This is an optimization exercise on Yosys and OpenROAD, whose aim is small area, a short achievable clock period and few clock cycles per item, not a production implementation.
In this exercise RTL edits were held to simulation tests only and were not proved equivalent to the original.

**config.mk**
```make
export PLATFORM = sky130hd
export DESIGN_NAME = wire_step
export DESIGN_NICKNAME = wire_step
export VERILOG_FILES = /design/flow/design.v
export SDC_FILE = /design/flow/constraint.sdc
export NUM_CORES = 4
export LEC_CHECK = 0
export CAP_MARGIN = 20
export CORE_MARGIN = 2
export CORE_UTILIZATION = 40
export SLEW_MARGIN = 20
```
**constraint.sdc**
```tcl
create_clock -name core_clock -period 20.0 [get_ports {clk}]
set_input_delay 4.0000 -clock core_clock [delete_from_list [all_inputs] [get_ports {clk}]]
set_output_delay 4.0000 -clock core_clock [all_outputs]
set_load 0.01 [all_outputs]
```
**design.v**
```verilog
module wm_div #(
    parameter NW = 8,    
    parameter DW = 8     
) (
    input  wire          clk,
    input  wire          load,
    input  wire [NW-1:0] num,
    input  wire [DW-1:0] den,
    output reg  [NW-1:0] quo,
    output reg  [DW:0]   rem,
    output wire          done
);
    localparam CW = $clog2(NW + 1);
    reg [DW-1:0] den_r;
    reg [CW-1:0] cnt;
    wire [DW+1:0] trial = {rem, quo[NW-1]};
    wire [DW+1:0] diff  = trial - {2'b00, den_r};
    assign done = (cnt == 0);
    always @(posedge clk) begin
        if (load) begin
            quo   <= num;
            rem   <= {(DW+1){1'b0}};
            den_r <= den;
            cnt   <= NW[CW-1:0];
        end else if (cnt != 0) begin
            cnt <= cnt - 1'b1;
            if (!diff[DW+1]) begin
                rem <= diff[DW:0];
                quo <= {quo[NW-2:0], 1'b1};
            end else begin
                rem <= trial[DW:0];
                quo <= {quo[NW-2:0], 1'b0};
            end
        end
    end
endmodule
module wire_step (
    input  wire               clk,
    input  wire               rst,
    input  wire               in_valid,
    output wire               in_ready,
    input  wire signed [16:0] code,      
    input  wire        [15:0] res,       
    input  wire        [15:0] cc,        
    input  wire        [15:0] cs,        
    input  wire        [15:0] rcs,       
    input  wire        [15:0] rsa,       
    input  wire        [7:0]  tlim,      
    input  wire signed [21:0] ta,        
    input  wire signed [21:0] tc,        
    input  wire signed [21:0] ts,        
    output wire               out_valid,
    input  wire               out_ready,
    output reg  signed [21:0] tc_new,
    output reg  signed [21:0] ts_new,
    output reg                trip
);
    localparam [67:0] K   = 68'd163840000000000000000;
    localparam [70:0] K10 = 71'd1638400000000000000000;
    localparam NWT = 112;    
    localparam DWT = 101;    
    localparam NWS = 49;     
    localparam DWS = 49;     
    localparam [2:0] S_IDLE = 3'd0, S_MUL1 = 3'd1, S_MUL2 = 3'd2, S_MUL3 = 3'd3,
                     S_LOAD = 3'd4, S_DIV  = 3'd5, S_FIX  = 3'd6, S_DONE = 3'd7;
    reg [2:0] state;
    reg        [16:0] mag_r;
    reg        [15:0] res_r, cc_r, cs_r, rcs_r, rsa_r;
    reg        [7:0]  tlim_r;
    reg signed [21:0] ta_r, tc_r, ts_r;
    reg        [33:0] sq;        
    reg        [31:0] rr;        
    reg signed [33:0] x;         
    reg        [31:0] d1;        
    reg        [31:0] ds1;       
    reg signed [22:0] e;         
    reg signed [22:0] f;         
    reg        [65:0]  h;        
    reg        [99:0]  dt;       
    reg signed [44:0]  ns;       
    reg        [47:0]  ds;       
    reg signed [111:0] nt;       
    reg                div_load;
    reg  [NWT-1:0]     num_t;
    reg  [DWT-1:0]     den_t;
    reg  [NWS-1:0]     num_s;
    reg  [DWS-1:0]     den_s;
    reg                neg_t, neg_s;
    wire [NWT-1:0]     quo_t;
    wire [DWT:0]       rem_t;
    wire [NWS-1:0]     quo_s;
    wire [DWS:0]       rem_s;
    wire               done_t, done_s;
    wm_div #(.NW(NWT), .DW(DWT)) u_div_t (
        .clk(clk), .load(div_load), .num(num_t), .den(den_t),
        .quo(quo_t), .rem(rem_t), .done(done_t)
    );
    wm_div #(.NW(NWS), .DW(DWS)) u_div_s (
        .clk(clk), .load(div_load), .num(num_s), .den(den_s),
        .quo(quo_s), .rem(rem_s), .done(done_s)
    );
    wire signed [113:0] mt     = $signed({nt, 1'b0}) + $signed({14'd0, dt});
    wire signed [50:0]  ms     = $signed({ns, 1'b0}) + $signed({3'd0, ds});
    wire        [113:0] mt_abs = mt[113] ? -mt : mt;
    wire        [50:0]  ms_abs = ms[50] ? -ms : ms;
    wire signed [NWT+1:0] qt = neg_t ? -$signed({2'b00, quo_t} + (rem_t != 0))
                                     :  $signed({2'b00, quo_t});
    wire signed [NWS+1:0] qs = neg_s ? -$signed({2'b00, quo_s} + (rem_s != 0))
                                     :  $signed({2'b00, quo_s});
    wire signed [NWT+2:0] tc_full = qt + tc_r;
    wire signed [NWS+2:0] ts_full = qs + ts_r;
    localparam signed [21:0] TMAX = 22'sh1FFFFF;
    localparam signed [21:0] TMIN = -22'sh200000;
    assign in_ready  = (state == S_IDLE);
    assign out_valid = (state == S_DONE);
    always @(posedge clk) begin
        div_load <= 1'b0;
        if (rst) begin
            state <= S_IDLE;
        end else begin
            case (state)
            S_IDLE: if (in_valid) begin
                mag_r  <= code[16] ? -code : code;
                res_r  <= res;
                cc_r   <= cc;
                cs_r   <= cs;
                rcs_r  <= rcs;
                rsa_r  <= rsa;
                tlim_r <= tlim;
                ta_r   <= ta;
                tc_r   <= tc;
                ts_r   <= ts;
                state  <= S_MUL1;
            end
            S_MUL1: begin
                sq    <= mag_r * mag_r;
                rr    <= res_r * rcs_r;
                x     <= 34'sd102400000 + 34'sd393 * (tc_r - 34'sd20480);
                d1    <= rcs_r * cc_r;
                ds1   <= rcs_r * rsa_r;
                e     <= tc_r - ts_r;
                f     <= ts_r - ta_r;
                state <= S_MUL2;
            end
            S_MUL2: begin
                h     <= sq * rr;
                dt    <= K * d1;
                ns    <= 45'sd10 * (e * $signed({1'b0, rsa_r}) - f * $signed({1'b0, rcs_r}));
                ds    <= ds1 * cs_r;
                state <= S_MUL3;
            end
            S_MUL3: begin
                nt    <= ($signed({1'b0, h}) * x) * 112'sd1024 - e * $signed({1'b0, K10});
                state <= S_LOAD;
            end
            S_LOAD: begin
                num_t    <= mt_abs[NWT-1:0];
                den_t    <= {dt, 1'b0};
                neg_t    <= mt[113];
                num_s    <= ms_abs[NWS-1:0];
                den_s    <= {ds, 1'b0};
                neg_s    <= ms[50];
                div_load <= 1'b1;
                state    <= S_DIV;
            end
            S_DIV: if (!div_load && done_t && done_s) state <= S_FIX;
            S_FIX: begin
                tc_new <= (tc_full > TMAX) ? TMAX : (tc_full < TMIN) ? TMIN : tc_full[21:0];
                ts_new <= (ts_full > TMAX) ? TMAX : (ts_full < TMIN) ? TMIN : ts_full[21:0];
                trip   <= tc_full > $signed({1'b0, tlim_r, 10'd0});
                state  <= S_DONE;
            end
            S_DONE: if (out_ready) state <= S_IDLE;
            default: state <= S_IDLE;
            endcase
        end
    end
endmodule
```
**run.sh**
```bash
#!/bin/bash
# synth_recipe.tcl (not shown) runs the flow's synth.tcl, then flattens the netlist and writes it again
# the make line also repeats each setting of config.mk as NAME=value (left out here)
make -C /OpenROAD-flow-scripts/flow DESIGN_CONFIG=/design/flow/config.mk WORK_HOME=/design/flow/orfs CLKGATE_MAP_FILE= SYNTH_SCRIPT=/design/flow/synth_recipe.tcl finish
```
==> results.txt <==
[placed cells by master, fill, tap and decap left out, types with 159 or more instances in the layout]
cell type	netlist	final
clkdlybuf4s50_1	0	221
xnor2_1	871	866
clkbuf_16	0	205
nor2b_1	167	167
nor3_1	231	230
a211oi_1	161	161
a21o_1	683	683
nand4_1	185	185
nand3_1	265	265
nor2_1	916	910
o21ai_0	943	943
edfxtp_1	1303	1303
buf_4	3	400
nand2_1	4449	4448
xor2_1	420	419
a21oi_1	1217	1217
and2_1	2119	2116
nand2b_1	174	174
dfxtp_1	169	168
and3_1	159	159
o21bai_1	205	205
ha_1	2972	2972
inv_1	6873	6871
fa_1	5754	5754
[worst max-delay path by stage]
| stage | startpoint | end | slack, ns |
|---|---|---|---|
| floorplan | rst | den_s[10] | 3.76 |
| global placement | x[4] | nt[108] | 6.24 |
| detailed placement | x[4] | nt[111] | 6.49 |
| CTS | x[4] | nt[111] | 6.42 |
| global route | x[9] | nt[108] | 5.44 |
| finish | x[4] | nt[108] | 6.15 |
[stage by stage]
step / area (um^2) / worst slack (ns)
5_1_grt: 328100 / 5.440
6_report: 328100 / 6.148
2_1_floorplan: 308100 / 3.759
3_3_place_gp: 321000 / 6.242
3_5_place_dp: 321100 / 6.494
4_1_cts: 328000 / 6.420
[layer usage]
layer | global-route usage [%] | share of wire, % | up-vias
met2 | 41.31 | 46 | 7984
met1 | 34.05 | 42 | 116986
met4 | 9.149 | 4.5 | 16
met5 | 0 | 0.011 | -
li1 | - | - | 102137
met3 | 3.686 | 6.8 | 1553
[kinds of logic after synthesis]
logic type                 synth area share, %
AOI/OAI and AO/OA                        8.612
and+or+nand+nor                          13.95
adders and majority gates                49.45
buffers and inverters                    10.07
xor gates and xnor gates                 3.670
muxes                                   0.4528
DFF                                      13.80
[cell type report]
type / instances / area [um^2] / area share (%)
antenna: 31 / 77.57 / 0.02364
clock buffer: 229 / 5239 / 1.597
clock inverter: 135 / 1652 / 0.5033
inverter: 6875 / 25810 / 7.865
multi-input combinational: 23402 / 234700 / 71.53
sequential: 1472 / 42510 / 12.96
tap: 10206 / 12770 / 3.892
timing repair buffer: 627 / 5348 / 1.630
[registers in the layout, summed over array words and instances, names as in the netlist, 50 cells and up]
register       count
den_t             70
dt                70
h                 66
nt               102
num_t            101
u_div_s.rem       50
u_div_t.den_r     70
u_div_t.quo      112
u_div_t.rem      102
[critical path: cells and delay by family, from the launching register on]
kind	cells	cell delay (ns)
simple gates	6	1.27
compound gates	20	5.33
fa+ha+maj	10	4.85
flops	1	0.77
xor+xnor	2	0.31
buf+inv	7	1.03
==> summary.md <==
| Metric | Value |
|---|---|
| Outcome | timing/DRC/antenna clean |
| Die ar. | 777,300 um^2 |
| Post-DP HPWL | 770,900 um |
| Routability congestion estimate | 0.9523 |
| Final WL | 975,200 um |
| Number of H-tree levels | 4 |
| Hold endpoint | u_div_s.den_r[24] |
| Worst slew pin tran | 1.278 ns |
| R2R Path End | nt[108] |
| Most common cell in the netlist | inv_1 |
| IO Port Bufs | 221 |
| Rows | 322 |
| Initial antenna violation count | 79 |
| CTS Root Cell | clkbuf_16 |
| Fin. Hold Viols | 0 |
| Leading register cell type out of synthesis | edfxtp_1 |
| Setup_tns | 0 ns |
| Avg WL per Cell | 22.69 um |
| Clk buf depth | 4 |
| RR Startpoint | x[4] |
| Fmax achieved | 72.19 MHz |
| Yosys top cell area share | 37.38% |
| Sequential area share after synthesis | 13.80% |
| Hold_buf cts | 0 |
| Layout Nets | 41.48k |
| Core area | 768,300 um^2 |
| Share of cells above drive strength 1 | 2.801% |
| I/O Pins | 222 |
| CP Launch Type | flop |
| Min-delay worst type | flop to flop |
| Flop-to-flop setup slack | 6.15 ns |
| DRT antenna net count | 0 |
| Worst Hold Launch | den_s[24] |
| Clock sinks | 1,472 |
| Min Tclk post-route | 13.85 ns |
| Critical path peak fanout | 43 |
| Largest net degree at the start of global routing | 159 |
| # fillers | 74.88k |
| Mean Syn Cell Area | 9.308 um^2 |
| Final Non-Filler Cells | 42.98k |
| Worst skew pair latency | 1.04 ns |
| Post-synth top cells | 6,873 x inv_1, 5,754 x fa_1, 4,449 x nand2_1, 2,972 x ha_1, 2,119 x and2_1 |
| Max-Cap Viols | 0 |
| Global Route Usage Sum | 25.20% |
| Synth Register Bits | 1,472 |
| Die Wd | 881.7 um |
| Max stage delay on crit path | 0.77 ns |
| Crit end category | flop |
| RSZ-0062 raised after global routing | false |
| Mapped Nets | 42.01k |
| Die height | 881.7 um |
| Drc violations | 0 |
| Critical path required time | 20.77 ns |
| Gr ovfl total | 0 |
| Asr flop ratio synth | 0% |
| Initial drt markers | 17.91k |
| Fin Clk Skew | 0.1095 ns |
| Crit Path Class | flop to flop |
| Synth area leader | fa_1 |
| Number of setup violations in the final report | 0 |
| Yosys cell types | 109 |
| Post-CTS Resized | 0 |
| Cts bufs inserted | 199 |
| Post-route clock period utilization | 69.26% |
| Worst Hold Depth | 0 |
| Top cells by area, synth | fa_1 37%, edfxtp_1 13%, ha_1 12% |
| Final Slew Violations | 0 |
| Post-synthesis cell count | 33.10k |
| Number of global-route vias before repair | 242.8k |
| Vias post-DR | 228.7k |
| Slowest CP cell | edfxtp_1 |
| CTS tree | done |
| Post-CTS Setup Inserts | 0 |
| Min Hold Slack | 0.3963 ns |
| First-pass GRT wire length | 1,497,000 um |
| Initial Util | 40.10% |
| CP arrival | 14.62 ns |
| Clock-pin slew on the worst setup and hold paths | 0.07 ns |
| Inst Count DP | 42.58k |
| Syn. warnings | 3 |
| Top cell by count, worst path | fa_1 |
| DRT Pass-1 Iters | 6 |
| Mapped Area | 308,100 um^2 |
| Depth of the most critical reg-to-reg path | 45 |
| Fin util | 42.71% |
| Relative slew margins | 14.77% |
| Vias/cell | 5.321 |
| P&R area growth vs syn | 6.492% |
| Count of flip-flops with a built-in enable after synthesis | 1,303 |
Testbench counts, summed over its fixed seeds: cycles 484,000, steps 4,000.

re-timing with driven ports:
The flow's constraints put no driver on any port. The routed layout listed below was extracted and timed again, unchanged, in two steps.
Step 1, drivers: a clkbuf_16 drives clk and a buf_2 each remaining input, both assumed.
Step 2 also shifts input and output timing later by t, the mid clock arrival at the registers, as if the neighbouring blocks saw the same clock.
a / b / c = ideal ports / drivers / drivers and shift; a / b = the first two.
shift t [ns]: 1.127
setup WS [ns]: 6.148 / 6.148 / 6.148
hold slack, ns: 0.396 / 0.396 / 0.396
worst setup path at the end: register to register
latest minus earliest clock arrival (ns): 0.125 / 0.125
After both steps this run still meets setup and hold. The setup slack of this run moves by 0.000 ns with the drivers and by 0.000 ns with both steps.
